What follows belongs to an exercise in optimizing a design on an open flow for small area, a short achievable clock period and few clock cycles; a production flow would make more cautious choices. At most, simulation tests tie the RTL to the original design; equivalence was not proved. Power figures rest on the tool's default switching activity, not on a simulated workload.

== before ==
Design rill_cost, start of the top module:
module rill_cost (
    input  wire        clk,
    input  wire        rst,         
    input  wire        in_valid,
    output wire        in_ready,
    input  wire [11:0] in_data,
    input  wire        in_lg,       
    input  wire        in_last,     
    output reg         grp_valid,
    output reg  [3:0]  grp_k0,
    output reg  [3:0]  grp_k1,
    output reg  [3:0]  grp_k2,
    output reg         res_valid,
    output reg  [1:0]  res_pred,
    output reg  [15:0] res_len
);
    assign in_ready = 1'b1;
    reg        r_rst;
    reg        r_v;
    reg        r_lg;
    reg        r_last;
    reg [11:0] r_x;
    always @(posedge clk) begin
        r_rst  <= rst;
        r_v    <= in_valid;
        r_lg   <= in_lg;
        r_last <= in_last;
        r_x    <= in_data;
    end
    wire v = r_v & ~r_rst;
    reg        in_blk;       
    reg        cur_lg;       
    reg        fresh;        
    reg [11:0] x0;           
    reg [11:0] xp1;          
    reg [11:0] xp2;          
    reg [3:0]  gc;           
    wire ns = v & (~in_blk | (r_lg != cur_lg));    
    wire vr = v & ~ns;                              
    wire [3:0] gc_base = fresh ? 4'd0 : gc;
    wire       gdone   = vr & ((gc_base == 4'd15) | r_last);
    wire [12:0] e0 = {1'b0, r_x} - {1'b0, x0};
    wire [12:0] e1 = {1'b0, r_x} - {1'b0, xp1};
    wire [13:0] e2 = {2'b0, r_x} + {2'b0, xp2} - {1'b0, xp1, 1'b0};
    wire [13:0] z0 = {1'b0, {e0[11:0], 1'b0} ^ {13{e0[12]}}};
    wire [13:0] z1 = {1'b0, {e1[11:0], 1'b0} ^ {13{e1[12]}}};
    wire [13:0] z2 = {e2[12:0], 1'b0} ^ {14{e2[13]}};
    function [4:0] code_bits(input [13:0] zz, input integer k);
        reg [13:0] q;
        begin
            q = zz >> k;
            if (q < 16) code_bits = q[4:0] + 5'd1 + k;
            else        code_bits = 5'd30;
        end
    endfunction
  ...
clock: 42.0 ns
lec_check: 0
abc_area: 1
cap_margin: 20
core_margin: 2
core_utilization: 40
cts_buf_list: sky130_fd_sc_hd__clkbuf_8 sky130_fd_sc_hd__clkbuf_16
cts_cluster_diameter: 80
cts_cluster_size: 30
slew_margin: 20
standard.sh (not shown) runs the stock make flow with config.mk's settings and CLKGATE_MAP_FILE= SYNTH_SCRIPT=/design/flow/synth_recipe.tcl, a recipe that flattens the netlist after the stock synthesis.
==> flow/flow/run.sh <==
#!/bin/bash
set -euo pipefail
HERE=$(pwd)
R=$HERE/orfs/results/sky130hd/rill_cost/base
ARGS=("BUFFER_PORTS_ARGS=-buffer_cell sky130_fd_sc_hd__buf_2"
      SETUP_SLACK_MARGIN=32.5 TNS_END_PERCENT=100)

bash standard.sh "${ARGS[@]}" synth > standard_synth.log 2>&1

cp "$R/1_2_yosys.v" "$HERE/standard_synth.v"
YOSYS=yosys
[[ -x "$FLOW_HOME/../tools/install/yosys/bin/yosys" ]] && YOSYS="$FLOW_HOME/../tools/install/yosys/bin/yosys"
DONT_USE=$(sed -n '/^export DONT_USE_CELLS/,/^$/p' "$FLOW_HOME/platforms/sky130hd/config.mk" | grep -o 'sky130_fd_sc_hd__[a-z0-9_]*' | tr '\n' ' ')
LIB_FILE="$FLOW_HOME/platforms/sky130hd/lib/sky130_fd_sc_hd__tt_025C_1v80.lib" \
STD_NETLIST="$HERE/standard_synth.v" OUT_NETLIST="$R/1_2_yosys.v" TOP="$FLOW_TOP" \
DONT_USE="$DONT_USE" ABC_D=6500 ABC_SCRIPT="$HERE/flow/remap.abc" \
    "$YOSYS" -c "$HERE/flow/remap.tcl" > remap.log 2>&1
rm -f "$R/1_synth.odb" "$R/1_synth.sdc"

bash standard.sh "${ARGS[@]}" finish > standard_finish.log 2>&1
Other scripts of this flow, unchanged in this note and not shown: flow/flow/remap.abc, flow/flow/remap.tcl
--- input diff before..after ---
- a deleted CTS_BUF_LIST that had been sky130_fd_sc_hd__clkbuf_8 sky130_fd_sc_hd__clkbuf_16
==> comparison <==
- after against before: initial antenna violation count flat, minimum setup slack in the final design flat, number of clock buffers inserted by TritonCTS flat, count of vias placed by the detailed router flat, layout cell share with drive strength beyond 1 flat.
- after and before ended up with nearly the same final period demand of the worst path.
- Comparing before against after, there is no change at all in critical path depth.
- Status: clock-cell share of area parity (after, before)
- Compared before against after; overall routed net length within noise.
- As far as mean number of vias per cell is concerned, before and after perform about the same.
- Clock-buffer cell count | after above before
No run of this note included a check of the RTL's function; only the layout flow was run.

## violet
Another version of the RTL of rill_cost (not shown whole).
Size in the first run: about 50 I/O pins, about 0.031 mm^2 of cells after synthesis.
clock: 42.0 ns
lec_check: 0
abc_area: 1
cap_margin: 20
core_margin: 2
core_utilization: 55
cts_cluster_diameter: 80
cts_cluster_size: 30
slew_margin: 20
==> flow/flow/remap.abc <==
strash
&get -n
&fraig -x
&put
scorr
dc2
strash
&get -n
&st
&dch -f -C 200
&nf -R 1000 -E 100 -C 32
&put
topo
stime -c
buffer -c
upsize -c
dnsize -c
==> flow/flow/remap.tcl <==
# Maps the standard synthesis's logic again with its registers left as
# they are. Every sequential cell (and the tie cell) is kept as a black box,
# so each register keeps its name and cell type; the gates between them are
# read as their library functions, flattened and mapped anew by ABC with
# flow/remap.abc, then tied off and buffered as the standard synthesis does.
set lib $::env(LIB_FILE)
yosys read_liberty -overwrite -ignore_miss_func -ignore_miss_dir -ignore_miss_data_latch $lib
set keep {}
foreach c [split [exec grep -o {sky130_fd_sc_hd__[a-z0-9_]*} $::env(STD_NETLIST) | sort -u] "\n"] {
    if {[regexp {__(dfx|edf|df|sdf|sedf|dl|conb)} $c]} { lappend keep $c }
}
puts "kept as black boxes: $keep"
yosys blackbox {*}$keep
yosys read_verilog $::env(STD_NETLIST)
yosys hierarchy -top $::env(TOP)
yosys flatten
yosys opt_clean
# the library's cells again, as black boxes, for the cells ABC places
yosys read_liberty -lib -nooverwrite -ignore_miss_dir -ignore_miss_data_latch $lib
yosys stat -liberty $lib
set du {}
foreach c $::env(DONT_USE) { lappend du -dont_use $c }
yosys abc -liberty $lib {*}$du -D $::env(ABC_D) -script $::env(ABC_SCRIPT)
yosys opt_clean -purge
yosys hilomap -singleton -hicell sky130_fd_sc_hd__conb_1 HI -locell sky130_fd_sc_hd__conb_1 LO
yosys insbuf -buf sky130_fd_sc_hd__buf_4 A X
yosys check -assert -mapped
yosys stat -liberty $lib
yosys write_verilog -noattr -nohex -nodec $::env(OUT_NETLIST)
Scripts as last shown in full above: flow/flow/run.sh
Testbench counts of violet, summed over its fixed seeds: cycles 81,576.
> inputs changed (violet -> quartz)
diff --git a/flow/config.mk b/flow/config.mk
--- a/flow/config.mk
+++ b/flow/config.mk
@@ -9,5 +9,5 @@
 export CAP_MARGIN = 20
 export CORE_MARGIN = 2
-export CORE_UTILIZATION = 55
+export CORE_UTILIZATION = 40
 export CTS_CLUSTER_DIAMETER = 80
 export CTS_CLUSTER_SIZE = 30
==> comparison <==
On leakage power of the design, violet tracks quartz almost exactly.
The hold slack on violet is in line with that on quartz.
Of the two values seen for beginning of the critical path, res_len[11]$_DFF_P_ was produced by violet and grp_k1[0]$_SDFF_PP0_ by quartz.
quartz vs violet on register-to-register slack: quartz is the higher one.
The via density per instance of quartz is lower than that of violet.
What pepper does differently from quartz at the input level:
==> flow/flow/remap.abc <==
strash
&get -n
&fraig -x
&put
scorr
dc2
strash
&get -n
&dch -f
&nf
&put
topo
stime -c
buffer -c
upsize -c
dnsize -c
[summary]
- Power attributed to combinational cells: quartz and pepper compared, higher one is quartz
- quartz and pepper ended up with roughly the same multi-input gate count.
- Via count: pepper vs quartz up about 3.4%
- The clock skew number comes out higher for pepper vs quartz.
- Row routed wire length: pepper higher / quartz lower
- For pepper, the critical-path cell with the highest stage delay was dfxtp_4, unlike quartz, where it was dfxtp_1.
- pepper: area of all placed cells without fillers is 730 um^2 higher than what quartz reported.
- Power per cell area shrinks slightly when moving from quartz to pepper.
- Changes observed in pepper relative to quartz: fraction of area in registers decreased by 0.67 points relative to the old numbers; total power higher.
- Slew of the pin with the lowest slew margin for pepper: 0.0076 ns down relative to quartz

==> separate check: timing with driven ports <==
Ports are ideal in the flow. The routed layouts listed here were re-timed in OpenROAD.
Step 1 sets driving cells, clkbuf_16 on the clock port and buf_2 on the other inputs (assumed; they add their load-dependent delay and slew).
Step 2 adds t to the input delays and takes it off the output delays; t is the mean of the earliest and latest rising clock arrival at the registers after step 1. Input paths then give back, and output paths get back, about the clock's delay inside the block.
a / b / c = ideal / step 1 / step 2; a / b = the first two.
run	t, ns	slack for setup (ns)	worst setup path after step 2	worst data-port slew with drivers (ns)
before	0.659	32.541 / 32.479 / 33.138	register to output	0.03
after	0.661	32.540 / 32.479 / 33.139	register to output	0.03
violet	0.647	32.568 / 32.505 / 32.931	register to register	0.03
quartz	0.645	32.565 / 32.499 / 33.144	register to output	0.03
pepper	0.659	32.513 / 32.450 / 32.833	register to register	0.05
After both steps setup and hold are still met in every run listed.
